This is an optimization exercise on Yosys and OpenROAD, whose aim is small area, a short achievable clock period and few clock cycles per item, not a production implementation. Only simulation tests tie the RTL to the original design; equivalence was not proved.

==> 12-22: inputs <==
Design loop_engine, start of the top module:
module loop_engine (
    input  wire               clk,
    input  wire               rst,
    input  wire               start,
    input  wire               restart,
    output wire               ready,
    output reg                done,
    input  wire signed [19:0] p_d,          
    input  wire signed [19:0] v_d,          
    input  wire signed [23:0] a_d,          
    input  wire signed [19:0] p_m,          
    input  wire signed [19:0] v_m,          
    input  wire        [1:0]  sigma,        
    input  wire signed [15:0] f_est,        
    input  wire signed [15:0] base,         
    input  wire               homed,
    input  wire        [15:0] force_cap,    
    input  wire               open_dir,
    input  wire        [23:0] scale,        
    input  wire        [23:0] vmax_hard,    
    input  wire signed [19:0] pos_min,      
    input  wire signed [19:0] pos_max,      
    input  wire        [15:0] mass,         
    input  wire        [23:0] kf,           
    input  wire        [15:0] ke_close,     
    input  wire        [15:0] ke_open,      
    input  wire        [23:0] nose_len,     
    input  wire        [19:0] nose_vmax,    
    input  wire        [23:0] nose_decel,   
    input  wire        [15:0] force_close,  
    input  wire        [15:0] force_open,   
    input  wire        [15:0] sel_hyst,     
    input  wire        [7:0]  sel_frames,   
    input  wire        [15:0] track_margin, 
    input  wire        [15:0] i_max,        
    input  wire        [15:0] id_ref,       
    input  wire        [23:0] pos_kp,       
    input  wire        [23:0] vel_kp,
    input  wire        [23:0] vel_ki,
    input  wire        [23:0] acc_ff,
    input  wire        [23:0] force_ki,
    output wire signed [17:0] iq,           
    output reg         [23:0] v_ke,         
    output reg         [23:0] v_nose,       
    output wire        [2:0]  selected,     
    output wire        [2:0]  reported,     
    output wire               i_limited     
);
clock: 25.0 ns
lec_check: 0
cap_margin: 20
core_margin: 2
core_utilization: 40
place_density: 0.6
slew_margin: 20
run.sh (not shown) runs the stock make flow with config.mk's settings and CLKGATE_MAP_FILE= SYNTH_SCRIPT=/design/flow/synth_recipe.tcl, a recipe that flattens the netlist after the stock synthesis.
==> inputs of 05-05, as changes to 12-22 <==
--- a/flow/design.v
+++ b/flow/design.v
@@ -1,8 +1,22 @@
+module le_csadd #(
+    parameter W = 60
+) (
+    input  wire [W-1:0] a,
+    input  wire [W-1:0] b,
+    input  wire         ci,
+    output wire [W-1:0] s
+);
+    localparam H = W / 2;
+    wire [H:0]       lo  = {1'b0, a[H-1:0]} + {1'b0, b[H-1:0]} + {{H{1'b0}}, ci};
+    wire [W-H-1:0]   hi0 = a[W-1:H] + b[W-1:H];
+    wire [W-H-1:0]   hi1 = a[W-1:H] + b[W-1:H] + {{(W-H-1){1'b0}}, 1'b1};
+    assign s = {lo[H] ? hi1 : hi0, lo[H-1:0]};
+endmodule
 module le_div #(
     parameter RW   = 24,   
     parameter NW   = 51,   
     parameter K    = 2,
     parameter SK   = 8,
     parameter CW   = 6,
     parameter DREG = 0
 ,
@@ -108,36 +122,39 @@
     parameter EXT  = 0
 ) (
     input  wire          clk,
     input  wire          rst,
     input  wire          ld,
     input  wire [RW:0]   ld_r0,
     input  wire [NW-1:0] ld_nq,
     input  wire [RW-1:0] ld_d,
-    input  wire [RW+1:0] ld_d3,            
     input  wire [CW-1:0] ld_cnt,
     input  wire          ld_ext,
     output wire          busy,
     output wire          busy_nx,
     output reg           ovf,
     output wire [NW-1:0] q
 );
     reg  [RW-1:0] r;
     reg  [RW-1:0] d;
-    reg  [RW+1:0] d3;
     reg           busy_r, ext_p;
     assign busy = busy_r || (ovf && ext_p);
     reg  [NW-1:0] nq;
     reg  [CW-1:0] cnt;
     assign q = nq;
     wire [RW+1:0] r4 = {r, nq[NW-1:NW-2]};
     wire [RW+2:0] t1 = {1'b0, r4} - {3'b000, d};
     wire [RW+2:0] t2 = {1'b0, r4} - {2'b00, d, 1'b0};
-    wire [RW+2:0] t3 = {1'b0, r4} - {1'b0, d3};
+    wire [RW+2:0] c3a = {1'b0, r4};
+    wire [RW+2:0] c3b = ~{3'b000, d};
+    wire [RW+2:0] c3c = ~{2'b00, d, 1'b0};
+    wire [RW+2:0] c3s = c3a ^ c3b ^ c3c;
+    wire [RW+2:0] c3k = {(c3a[RW+1:0] & c3b[RW+1:0]) | (c3a[RW+1:0] & c3c[RW+1:0]) | (c3b[RW+1:0] & c3c[RW+1:0]), 1'b1};
+    wire [RW+2:0] t3 = c3s + c3k + {{(RW+2){1'b0}}, 1'b1};
     reg  [RW-1:0] rn;
     reg  [1:0]    qd;
     always @* begin
         if (!t3[RW+2])      begin rn = t3[RW-1:0]; qd = 2'd3; end
         else if (!t2[RW+2]) begin rn = t2[RW-1:0]; qd = 2'd2; end
         else if (!t1[RW+2]) begin rn = t1[RW-1:0]; qd = 2'd1; end
         else                begin rn = r4[RW-1:0]; qd = 2'd0; end
     end
@@ -157,17 +174,16 @@
             ext_p  <= 1'b0;
         end else if (ld) begin
             ovf    <= (ld_r0 >= {1'b0, ld_d});
             busy_r <= (ld_r0 < {1'b0, ld_d}) && (ld_cnt != 0);
             ext_p  <= ld_ext;
             r      <= ld_r0[RW-1:0];
             nq     <= ld_nq;
             d      <= ld_d;
-            d3     <= ld_d3;
             cnt    <= ld_cnt;
         end else if (ovf && ext_p) begin
             ext_p  <= 1'b0;
             r      <= r >> EXT;
             nq     <= {r[EXT-1:0], nq[NW-1:EXT]};
             cnt    <= cnt + EXT;
             ovf    <= ((r >> EXT) >= d);
             busy_r <= ((r >> EXT) < d);
@@ -1705,17 +1721,17 @@
     input  wire        [15:0] track_margin, 
     input  wire        [15:0] i_max,        
     input  wire        [15:0] id_ref,       
     input  wire        [23:0] pos_kp,       
     input  wire        [23:0] vel_kp,
     input  wire        [23:0] vel_ki,
     input  wire        [23:0] acc_ff,
     input  wire        [23:0] force_ki,
-    output wire signed [17:0] iq,           
+    output reg  signed [17:0] iq,           
     output reg         [23:0] v_ke,         
     output reg         [23:0] v_nose,       
     output wire        [2:0]  selected,     
     output wire        [2:0]  reported,     
     output wire               i_limited     
 );
     localparam [5:0]
         S_IDLE = 6'd0,
@@ -1728,26 +1744,29 @@
     reg  [5:0] st;
     reg        stall;                        
     reg        busy_f;                       
     assign ready = !busy_f;
     reg        sdn;                          
     reg        closing_r, act2_r, act3_r, act4_r, nose_on, sFF;
     reg signed [20:0] ra;                    
     reg signed [20:0] rnvm;                  
+    reg        [15:0] rhy;                   
     reg signed [17:0] rfb;                   
     reg        [15:0] rfcap;                 
     reg signed [18:0] rfc;                   
     reg        [20:0] rd;                    
     wire sd_neg  = (sigma == 2'b11);
     wire sig_nz  = (sigma != 2'b00);
     wire closing = sig_nz && (sd_neg == !open_dir);
     wire opening = sig_nz && !closing;
     wire [15:0] fcap0 = (force_cap != 16'd0) ? force_cap : (closing ? force_close : force_open);
-    wire signed [20:0] d_raw = $signed(open_dir ? pos_max : p_m) - $signed(open_dir ? p_m : pos_min);
+    wire signed [20:0] d_op  = pos_max - p_m;
+    wire signed [20:0] d_cl  = p_m - pos_min;
+    wire signed [20:0] d_raw = open_dir ? d_op : d_cl;
     reg  [59:0] MA;
     reg  [23:0] MB;
     reg         msig;                        
     reg  [55:0] PR;
     wire        [30:0] ma_s = {msig & MA[29], MA[29:0]};
     wire        [54:0] prod55;
     wire        [55:0] prod = {prod55[54], prod55};
     le_mul_s31x24 u_mul (.a(ma_s), .b(MB), .p(prod55));
@@ -1780,17 +1799,17 @@
     reg  [19:0] ds_r0;  reg [50:0] ds_nq;  reg [18:0] ds_d;  reg [5:0] ds_cnt;
     wire        ew_busy, ds_busy, en2_busy, es1_busy, esi_busy;
     wire        ew_bnx, en2_bnx;
     wire        ew_ovf, ds_ovf, en2_ovf;
     wire [55:0] ew_q;   wire [50:0] ds_q;  wire [51:0] en2_q;
     wire [23:0] ds_y, es1_y;
     wire [15:0] esi_y;
     le_div4 #(.RW(48), .NW(56), .SK(8), .CW(6), .SL(SLW), .EXT(24)) u_ew (
-        .clk(clk), .rst(rst), .ld(ew_ld), .ld_r0(ew_r0), .ld_nq(ew_nq), .ld_d(PR[47:0]), .ld_d3(al_res[49:0]),
+        .clk(clk), .rst(rst), .ld(ew_ld), .ld_r0(ew_r0), .ld_nq(ew_nq), .ld_d(PR[47:0]),
         .ld_cnt(6'd32), .ld_ext(1'b1), .busy(ew_busy), .busy_nx(ew_bnx), .ovf(ew_ovf), .q(ew_q));
     le_divsqrt #(.RW(19), .NW(51), .SK(8), .CW(6), .SL(SLD)) u_ds (
         .clk(clk), .rst(rst), .ld(ds_ld), .ld_sq(ds_sq), .ld_r0(ds_r0), .ld_nq(ds_nq),
         .ld_d(ds_d), .ld_cnt(ds_cnt), .busy(ds_busy), .ovf(ds_ovf), .q(ds_q), .y(ds_y));
     le_div #(.RW(24), .NW(52), .K(2), .SK(8), .CW(6), .DREG(1), .SL(SLE), .EXT(20)) u_en2 (
         .clk(clk), .rst(rst), .ld(en2_ld), .ld_r0(en2_r0), .ld_nq(en2_nq), .ld_d(kf),
         .ld_cnt(en2_cnt), .ld_ext(en2_ext), .busy(en2_busy), .busy_nx(en2_bnx), .ovf(en2_ovf), .q(en2_q));
     le_sqrt #(.K(2), .YW(24), .RW(26), .SKP(6), .CW(5)) u_es1 (
@@ -1811,34 +1830,35 @@
     wire        w_ke   = (st == S_A0) ? (ps == 3'd2) : c_p2;
     wire [23:0] w_v    = w_ke ? v_ke : v_nose;
     wire [25:0] w      = {2'b00, w_v} + {{5{rnvm[20]}}, rnvm};
     wire        [15:0] ke_sel0 = closing ? ke_close : ke_open;
     wire [59:0] ff_y = ew_ovf ? (60'd1 << 55) : {5'd0, ew_q[55:1]};
     wire        ff_c = ew_ovf ? 1'b0 : ew_q[0];
     reg  [59:0] al_x, al_y;
     reg         al_sub, al_ci;
-    wire [59:0] al_res = al_x + (al_sub ? ~al_y : al_y) + {59'd0, al_ci};
+    wire [59:0] al_yy  = al_sub ? ~al_y : al_y;
+    wire [59:0] al_res;
+    le_csadd #(.W(60)) u_aladd (.a(al_x), .b(al_yy), .ci(al_ci), .s(al_res));
     wire signed [59:0] al_s = al_res;
     wire               al_ovf = (al_res[59:35] != {25{al_res[59]}});
     wire signed [35:0] al_sat = al_ovf ? {al_res[59], {35{~al_res[59]}}} : al_res[35:0];
     reg  vnd, vkd, ild, p2i, p3i, u1d, u2d, u3d, u4d;
     reg  [1:0] a2p, a3p;                     
     reg  [2:0] al_k;                         
     reg        al_act;
     reg        c_vn, c_vk, c_il, c_p2, c_p3, c_a1, c_a4, col_on;
     reg        a1l, a4l;                     
-    reg  s10, s14, s15, s21, sa2, col_r, c24_r, c26_r;
+    reg  s14, s15, s21, sa2, col_r, c24_r, c26_r;
     reg  op1, op2, op3, op4;                 
     always @* begin
         al_x = 60'd0; al_y = 60'd0; al_sub = 1'b0; al_ci = 1'b0; al_k = 3'd0;
         c_vn = 1'b0; c_vk = 1'b0; c_il = 1'b0; c_p2 = 1'b0; c_p3 = 1'b0; c_a1 = 1'b0; c_a4 = 1'b0; col_on = 1'b0;
         if (s14) begin al_x = {{23{ra[20]}}, ra, 16'd0}; al_y = {{4{PR[55]}}, PR}; end
         if (s15) begin al_x = 60'd0; al_y = AR; al_sub = AR[59]; al_ci = AR[59]; end
-        if (s10) begin al_x = {5'd0, PR, 1'b0}; al_y = {6'd0, PR}; end      
         if (sa2) begin al_x = 60'd0; al_y = {{4{PR[55]}}, PR}; al_sub = PR[55]; al_ci = PR[55]; end
         if (s21) begin al_x = {{26{I1[33]}}, I1}; al_y = {7'd0, W2[68:16]};
                        al_sub = sX1; al_ci = sX1 ^ W2[15]; end
         if (col_r) begin
                 col_on = 1'b1;
                 c_il = !ild && !esi_busy;
                 c_vn = !vnd && (!nose_on || !es1_busy);
                 c_vk = !vkd && !ds_busy;
@@ -1869,37 +1889,42 @@
         endcase
     end
     wire [59:0] m_ext = {{2{m[57]}}, m};
     wire [59:0] cs_a  = al_x;
     wire [59:0] cs_b  = al_sub ? ~al_y : al_y;
     wire [59:0] cs_c  = ~m_ext;
     wire [59:0] cs_s  = cs_a ^ cs_b ^ cs_c;
     wire [59:0] cs_k  = {(cs_a[58:0] & cs_b[58:0]) | (cs_a[58:0] & cs_c[58:0]) | (cs_b[58:0] & cs_c[58:0]), al_ci};
-    wire [59:0] dm    = cs_s + cs_k + 60'd1;              
+    wire [59:0] dm;                                       
+    le_csadd #(.W(60)) u_dmadd (.a(cs_s), .b(cs_k), .ci(1'b1), .s(dm));
     wire al_lt = dm[59];
-    wire al_eq = (dm == 60'd0);
+    wire [59:0] eq_e  = al_x ^ al_yy ^ m_ext;
+    wire [59:0] eq_g  = (al_x & al_yy) | ((al_x ^ al_yy) & ~m_ext);
+    wire al_eq = (eq_e == {eq_g[58:0], al_ci});
     wire take  = al_act && (!mv || al_lt || (al_eq && al_k > sm));
     wire col_end = (u1d || al_k == 3'd1) && (u2d || al_k == 3'd2) && (u3d || al_k == 3'd3) &&
                    (u4d || al_k == 3'd4) && (ild || c_il);
     wire signed [35:0] us_s   = usel(sm, us1, us2, us3, us4);
     wire signed [35:0] ilim_q = {4'd0, ilim, 16'd0};
-    wire        lim_hi  = us_s > ilim_q;
-    wire        lim_lo  = us_s < -ilim_q;
+    wire [20:0] cl_d2   = {us_s[35], us_s[35:16]} + {5'd0, ilim};
+    wire [20:0] cl_d1x  = {us_s[35], us_s[35:16]} - {5'd0, ilim};
+    wire        lim_hi  = !cl_d1x[20] && ((cl_d1x != 21'd0) || (us_s[15:0] != 16'd0));
+    wire        lim_lo  = cl_d2[20];
     wire signed [33:0] out_new = lim_hi ? ilim_q[33:0] : (lim_lo ? -ilim_q[33:0] : us_s[33:0]);
     wire        lim_new = lim_hi || lim_lo;
     wire [7:0]  run_new = (sm == ps) ? ((run == 8'hFF) ? 8'hFF : run + 8'd1) : 8'd1;
     reg  [2:0]  r0;
     reg  [3:0]  r0h;                         
     reg         r0_ok;                       
     wire signed [35:0] u_r0 = ({36{r0h[0]}} & us1) | ({36{r0h[1]}} & us2) |
                               ({36{r0h[2]}} & us3) | ({36{r0h[3]}} & us4);
     wire [37:0] hy_a = {{2{u_r0[35]}}, u_r0};
     wire [37:0] hy_b = ~{{2{us_s[35]}}, us_s};
-    wire [37:0] hy_c = ~{6'd0, sel_hyst, 16'd0};
+    wire [37:0] hy_c = ~{6'd0, rhy, 16'd0};
     wire [37:0] hy_s = hy_a ^ hy_b ^ hy_c;
     wire [37:0] hy_k = {(hy_a[36:0] & hy_b[36:0]) | (hy_a[36:0] & hy_c[36:0]) | (hy_b[36:0] & hy_c[36:0]), 1'b1};
     wire [37:0] hy_t = hy_s + hy_k;
     wire        hyst_gt = !hy_t[37];
     wire [2:0]  r_new = lim_new ? 3'd5 :
                         (!r0_ok || hyst_gt || (run_new >= sel_frames)) ? sm : r0;
     reg  [5:1]  th;                          
     reg         t_s4;                        
@@ -1954,18 +1979,21 @@
     wire signed [35:0] ia_sat = sat36(ia_sum);
     wire signed [35:0] ia_d   = (ia_min && ia_sat > 36'sd0) ? 36'sd0 : ia_sat;
     wire signed [36:0] imax_q = {5'd0, t_im, 16'd0};
     wire signed [33:0] ib_i   = isel(ib_k, I1, I2, I3, I4);
     wire signed [36:0] ib_sum = ib_i + ib_d;
     reg                ic_v;
     reg  [2:0]         ic_k;
     reg  signed [36:0] ic_sum;
-    wire signed [33:0] ic_new = (ic_sum > imax_q) ? imax_q[33:0] :
-                                (ic_sum < -imax_q) ? -imax_q[33:0] : ic_sum[33:0];
+    wire [21:0] ic_d1  = {ic_sum[36], ic_sum[36:16]} - {6'd0, t_im};
+    wire [21:0] ic_d2  = {ic_sum[36], ic_sum[36:16]} + {6'd0, t_im};
+    wire        ic_hi  = !ic_d1[21] && ((ic_d1 != 22'd0) || (ic_sum[15:0] != 16'd0));
+    wire        ic_lo  = ic_d2[21];
+    wire signed [33:0] ic_new = ic_hi ? imax_q[33:0] : (ic_lo ? -imax_q[33:0] : ic_sum[33:0]);
     function act_of;
         input [2:0] k;
         input a2, a3, a4;
         case (k)
             3'd1:    act_of = 1'b1;
             3'd2:    act_of = a2;
             3'd3:    act_of = a3;
             default: act_of = a4;
@@ -2056,29 +2084,31 @@
                 ds_nq  = {W2[55:20], 15'd0};
                 ds_d   = 19'd625;
                 ds_cnt = 6'd36;
             end
             S_A8: stall = (|th) || tgo || ib_v || ic_v;       
             default: ;
         endcase
     end
-    wire [34:0] iq_c   = ((out_r != 34'sd0) && (out_r[33] ^ sdn)) ? 35'd32767 : 35'd32768;
-    wire [34:0] iq_sum = iq_c + (sdn ? ~{out_r[33], out_r} : {out_r[33], out_r}) + {34'd0, sdn};
-    assign iq = iq_sum[33:16];
+    wire [34:0] iq_c   = ((us_s != 36'sd0) && (us_s[35] ^ sdn)) ? 35'd32767 : 35'd32768;
+    wire [34:0] iq_sum = iq_c + (sdn ? ~us_s[34:0] : us_s[34:0]) + {34'd0, sdn};
+    wire [17:0] iq_lp  = {2'b00, ilim};
+    wire [17:0] iq_ln  = 18'd0 - {2'b00, ilim};
+    wire [17:0] iq_new = (lim_hi ^ sdn && (lim_hi || lim_lo)) ? iq_lp :
+                         (lim_hi || lim_lo) ? iq_ln : iq_sum[33:16];
     wire col_nx = (st == 6'd21) || (col_r && !(col_end && (st == 6'd26 || st == S_COL)));
     wire u4_nx  = !(u4d || op4) && !en2_bnx;      
     wire u1_nx  = !(u1d || op1) && !ew_bnx;
     always @(posedge clk) begin
         if (rst) begin
-            s10 <= 1'b0; s14 <= 1'b0; s15 <= 1'b0; s21 <= 1'b0; sa2 <= 1'b0;
+            s14 <= 1'b0; s15 <= 1'b0; s21 <= 1'b0; sa2 <= 1'b0;
             col_r <= 1'b0; c24_r <= 1'b0; c26_r <= 1'b0;
             op1 <= 1'b0; op2 <= 1'b0; op3 <= 1'b0; op4 <= 1'b0;
         end else begin
-            s10 <= (st == 6'd9);
             s14 <= (st == 6'd13);
             s15 <= (st == 6'd14);
             s21 <= (st == 6'd20);
             sa2 <= (st == S_A0 + 6'd1);
             col_r <= col_nx;
             op3 <= col_nx && a3p[0];
             op2 <= col_nx && !a3p[0] && a2p[0];
             op4 <= col_nx && !a3p[0] && !a2p[0] && u4_nx;
@@ -2135,16 +2165,17 @@
                     sdn       <= sd_neg;
                     closing_r <= closing;
                     act2_r    <= closing || (opening && ke_open != 16'd0);
                     act3_r    <= closing;
                     act4_r    <= closing || (opening && force_open != 16'd0);
                     sFF       <= sd_neg ^ a_d[23];
                     ra        <= v_d - v_m;
                     rnvm      <= sd_neg ? {v_m[19], v_m} : -{v_m[19], v_m};
+                    rhy       <= sel_hyst;
                     rfcap     <= fcap0;
                     rd        <= d_raw[20] ? 21'd0 : d_raw;
                     MA <= {44'd0, ke_sel0}; MB <= scale;                
                 end
             end
             6'd1: begin
                 nose_on <= homed && !dln[24] && (dln != 25'd0);
                 rd      <= dln[20:0];                                
@@ -2156,39 +2187,40 @@
                 r0h <= {((pr == 3'd5) ? ps : pr) == 3'd4, ((pr == 3'd5) ? ps : pr) == 3'd3,
                         ((pr == 3'd5) ? ps : pr) == 3'd2, ((pr == 3'd5) ? ps : pr) == 3'd1};
                 r0_ok <= act_of((pr == 3'd5) ? ps : pr, act2_r, act3_r, act4_r) && (((pr == 3'd5) ? ps : pr) != 3'd0);
                 MA <= {20'd0, PR[39:0]}; MB <= scale;                
                 rfc <= {rfb[17], rfb} + (sdn ? {{3{f_est[15]}}, f_est} : ~{{3{f_est[15]}}, f_est}) + {18'd0, !sdn};
             end
             6'd3: begin T <= {29'd0, PR[29:0]}; end                   
             6'd4: begin
+                AR <= {36'd0, ad_abs};                               
                 WH <= PR[54:0];
                 MA <= {30'd0, T[29:0]}; MB <= acc_ff;                
             end
             6'd5: begin
                 WH <= wh_sum; WL <= WH[29:0];   
                 MA <= {42'd0, fb_abs}; MB <= 24'd100000;             
                 T  <= {35'd0, {6'd0, mass, 2'b00} + {8'd0, mass}};   
             end
-            6'd6: begin MA <= {6'd0, PR[53:0]}; MB <= ad_abs; end      
+            6'd6: begin MA <= {6'd0, PR[53:0]}; MB <= AR[23:0]; end    
             6'd7: begin T <= {43'd0, im_m}; end
             6'd8: begin
                 WH <= PR[54:0];
                 MA <= {36'd0, scale}; MB <= kf;                      
             end
             6'd9: begin
                 WH <= wh_sum; WL <= WH[29:0];   
                 MA <= {40'd0, nose_vmax}; MB <= {4'd0, nose_vmax};   
             end
             6'd10: begin MA <= {38'd0, rd[20:0], 1'b0}; MB <= nose_decel; end     
-            6'd11: begin WH <= PR[54:0]; end
+            6'd11: begin WH <= PR[54:0]; AR <= {{39{b_d[20]}}, b_d}; end
             6'd12: begin
                 WH <= wh_sum;                                        
-                MA <= {{39{b_d[20]}}, b_d}; msig <= 1'b1; MB <= pos_kp;   
+                MA <= {{39{AR[20]}}, AR[20:0]}; msig <= 1'b1; MB <= pos_kp;   
             end
             6'd13: begin
                 MA <= {42'd0, fc_abs}; MB <= force_ki;               
             end
             6'd14: begin
                 AR <= al_res;                                        
                 MA <= {43'd0, im_p}; MB <= {8'd0, T[15:0]};          
             end
@@ -2222,16 +2254,17 @@
                 if (col_end) st <= S_CL; else st <= S_COL;
             end
             S_COL: begin
                 if (col_end) st <= S_CL;
             end
             S_CL: begin
                 out_r <= out_new;
                 lim_r <= lim_new;
+                iq    <= iq_new;
                 ps    <= sm;
                 pr    <= r_new;
                 run   <= run_new;
                 done  <= !(!lim_new && (sm == 3'd2 || sm == 3'd3));    
                 t_s    <= sm;
                 t_s4   <= (sm == 3'd4);
                 t_lose <= {sm != 3'd4, sm != 3'd3, sm != 3'd2, sm != 3'd1};
                 t_act  <= {act4_r, act3_r, act2_r, 1'b1};
Settings changed: CTS_BUF_LIST from default to sky130_fd_sc_hd__clkbuf_8.
==> metrics.cfg <==
[run_status]
status = finished clean

[sta]
slew_headroom = 0.0886
fin_worst_skew_ps = 111
tightest_slew_ps = 1370

[floorplan]
start_util = 0.401

[global_routing]
use_met2 = 0.598
grt_start_max_net_pins = 187

[critical_path]
crit_cells = 21
worst-setup-path-type = reg2out
crit_fanout = 14
worstPathRequired_ps = 20000

the above is filed under 12-22

==> metrics.cfg <==
[critical_path]
worst-setup-path-type = reg2reg
worstPathRequired_ps = 25950

[run_status]
status = failed layout checks
so.violations = antenna violations

[sta]
slew_headroom = 0.0946
fin_worst_skew_ps = 138

[global_routing]
use_met2 = 0.573
grt_start_max_net_pins = 124

[detailed_routing]
ant_nets = 1

the above is filed under 05-05

Testbench counts of 12-22, summed over its fixed seeds: cycles 64,871, frames 1,920.
Testbench counts of 05-05, summed over its fixed seeds: cycles 64,871, frames 1,920.

==> port drivers added, routing unchanged <==
No port has a modelled driver above. Below, the same layouts with a new extraction and two added sets of constraints.
Step 1 sets driving cells, clkbuf_16 on the clock port and buf_2 on the other inputs (assumed; they add their load-dependent delay and slew).
Step 2 times the ports against the registers' clock, not the clock port: input delays grow and output delays shrink by t, the midpoint of the rising clock arrivals with the driver on.
Slacks: ideal ports / drivers / drivers and shift; pairs: ideal ports / drivers.
| run | shift t [ns] | setup slack, ns | latest minus earliest clock arrival (ns) |
|---|---|---|---|
| 12-22 | 1.134 | 13.802 / 13.675 / 14.170 | 0.116 / 0.116 |
| 05-05 | 1.294 | 15.532 / 15.532 / 15.102 | 0.138 / 0.138 |
For 05-05, which loses most, drivers alone change the setup slack by 0.000 ns; drivers and shift together by -0.430 ns.
